Background: an optimization exercise with open tools, aiming at small area, a short achievable clock period and few clock cycles per item. Do not read the settings as production practice. At most, simulation tests tie the RTL to the original design; equivalence was not proved.

## rail_comp
module rail_comp (
    input  wire               clk,
    input  wire               rst,         
    input  wire signed [15:0] b0,
    input  wire signed [15:0] b1,
    input  wire signed [15:0] b2,
    input  wire signed [15:0] b3,
    input  wire signed [15:0] a1,
    input  wire signed [15:0] a2,
    input  wire signed [15:0] a3,
    input  wire        [9:0]  cl,
    input  wire               in_valid,
    output wire               in_ready,
    input  wire signed [12:0] in_e,
    input  wire               in_clr,      
    output reg                out_valid,
    output reg         [9:0]  out_code,
    output reg                out_inlim
);
    assign in_ready = 1'b1;
    wire [16:0] a1x = {a1, 1'b0};
    wire [7:0]  a1o, a1t, a1n;
    genvar g;
    generate
        for (g = 0; g < 8; g = g + 1) begin : g_a1
            assign a1o[g] = a1x[2*g+1] ^ a1x[2*g];
            assign a1t[g] = (a1x[2*g+2] & ~a1x[2*g+1] & ~a1x[2*g]) | (~a1x[2*g+2] & a1x[2*g+1] & a1x[2*g]);
            assign a1n[g] = a1x[2*g+2] & ~(a1x[2*g+1] & a1x[2*g]);
        end
    endgenerate
    reg [15:0] rb0, rb1, rb2, rb3, ra2, ra3;
    reg [7:0]  ka1o, ka1t, ka1n;    
    reg [9:0]  rcl;
    always @(posedge clk) begin
        rb0 <= b0; rb1 <= b1; rb2 <= b2; rb3 <= b3;
        ka1o <= a1o; ka1t <= a1t; ka1n <= a1n;
        ra2 <= a2; ra3 <= a3;
        rcl <= cl;
    end
  ...
Settings: LEC_CHECK=0, ABC_AREA=1, CAP_MARGIN=20, CORE_MARGIN=2, CORE_UTILIZATION=60, CTS_CLUSTER_DIAMETER=150, CTS_CLUSTER_SIZE=20, SLEW_MARGIN=20, SYNTH_HIERARCHICAL=1; clock period 40.0 ns.
standard.sh (not shown) runs the stock make flow with config.mk's settings and CLKGATE_MAP_FILE= SYNTH_SCRIPT=/design/flow/synth_recipe.tcl, a recipe that flattens the netlist after the stock synthesis.
==> flow/flow/run.sh <==
#!/bin/bash
# Standard layout, except that the port buffers that placement inserts are
# swapped for plain buffers (same pins, narrower) before clock-tree synthesis.
set -euo pipefail
R=orfs/results/${FLOW_PLATFORM}/rail_comp/base
bash standard.sh synth floorplan place > std_place.log 2>&1
openroad -no_init -exit flow/portbuf.tcl > portbuf.log 2>&1
bash standard.sh > std_finish.log 2>&1
==> flow/flow/portbuf.tcl <==
# Swap the port buffers of 3_place.odb for plain buffers of the same pins.
set res orfs/results/$::env(FLOW_PLATFORM)/rail_comp/base
read_db $res/3_place.odb
set db [ord::get_db]
set block [ord::get_db_block]
set ibuf [$db findMaster sky130_fd_sc_hd__buf_1]
set obuf [$db findMaster sky130_fd_sc_hd__buf_2]
set n 0
foreach inst [$block getInsts] {
  if {[[$inst getMaster] getName] ne "sky130_fd_sc_hd__clkdlybuf4s50_1"} { continue }
  set a [[$inst findITerm A] getNet]
  set x [[$inst findITerm X] getNet]
  if {$a ne "NULL" && [llength [$a getBTerms]] > 0} {
    $inst swapMaster $ibuf
    incr n
  } elseif {$x ne "NULL" && [llength [$x getBTerms]] > 0} {
    $inst swapMaster $obuf
    incr n
  }
}
puts "swapped $n port buffers"
write_db $res/3_place.odb
The first run completed without violations.
Testbench counts at the start, summed over its fixed seeds: cycles 12,024, samples 12,000.
Change:
- CTS_CLUSTER_SIZE: 20 -> 27
Routed wire length hardly moves.
Global-route usage is about the same.

rail_comp, a different RTL version from the one above (not shown whole).
Size in the first run: ~5800 cells after synthesis, ~360 flip-flops, about 150 I/O pins.
make LEC_CHECK=0 ABC_AREA=1 CAP_MARGIN=20 CORE_MARGIN=2 CORE_UTILIZATION=50 CTS_BUF_LIST=sky130_fd_sc_hd__clkbuf_8 CTS_CLUSTER_SIZE=30 SLEW_MARGIN=20 SYNTH_HIERARCHICAL=1 finish   # period 40.0 ns
run.sh (not shown) runs the stock make flow with config.mk's settings and CLKGATE_MAP_FILE= SYNTH_SCRIPT=/design/flow/synth_recipe.tcl, a recipe that flattens the netlist after the stock synthesis.
Stock flow here: none of the scripts above is used.
Then changed:
CTS_BUF_LIST = not set   (was sky130_fd_sc_hd__clkbuf_8)
CTS_CLUSTER_SIZE = not set   (was 30)
Final cell count went down by 0.60%.
Area after synthesis does not change.
Clock-buffer cell count went down by 31.
Die area does not change.
Register-to-register slack gets better by 60 ps.
Routed wire length barely changes.
Synthesized cell count does not change.
Core utilization stays flat.
Via count went down by 0.31%.
No run of this note included a check of the RTL's function; only the layout flow was run.

## port drivers added, routing unchanged
The results above use ideal ports. As a check the final layouts listed here were re-extracted and re-timed, cells and wires unchanged.
Step 1 (the two cells are an assumption about what drives the block):
set clk [get_ports {clk}]
set_driving_cell -lib_cell sky130_fd_sc_hd__clkbuf_16 $clk
set_driving_cell -lib_cell sky130_fd_sc_hd__buf_2 [delete_from_list [all_inputs] $clk]
Step 2 adds t to the input delays and takes it off the output delays; t is the mean of the earliest and latest rising clock arrival at the registers after step 1. Input paths then give back, and output paths get back, about the clock's delay inside the block.
a / b / c = no drivers / after step 1 / after step 2; a / b = the first two.
| run | shift t [ns] | slack for setup (ns) | worst setup path at the end | slew at the worst register clock pin (ns) | pins driven straight from the clock port |
|---|---|---|---|---|---|
| the first run of note 1 | 0.676 | 30.938 / 30.863 / 30.811 | input to register | 0.10 / 0.10 | 1 |
| the second run of note 1 | 0.670 | 30.942 / 30.870 / 30.828 | input to register | 0.12 / 0.12 | 1 |
| the first run of note 2 | 0.850 | 30.372 / 30.299 / 30.379 | input to register | 0.07 / 0.07 | 1 |
| the second run of note 2 | 0.736 | 30.478 / 30.401 / 30.430 | input to register | 0.08 / 0.08 | 1 |
After both steps setup and hold are still met in every run listed. The setup slack of the first run of note 1, which loses most, moves by -0.075 ns with the drivers and by -0.127 ns with both steps.
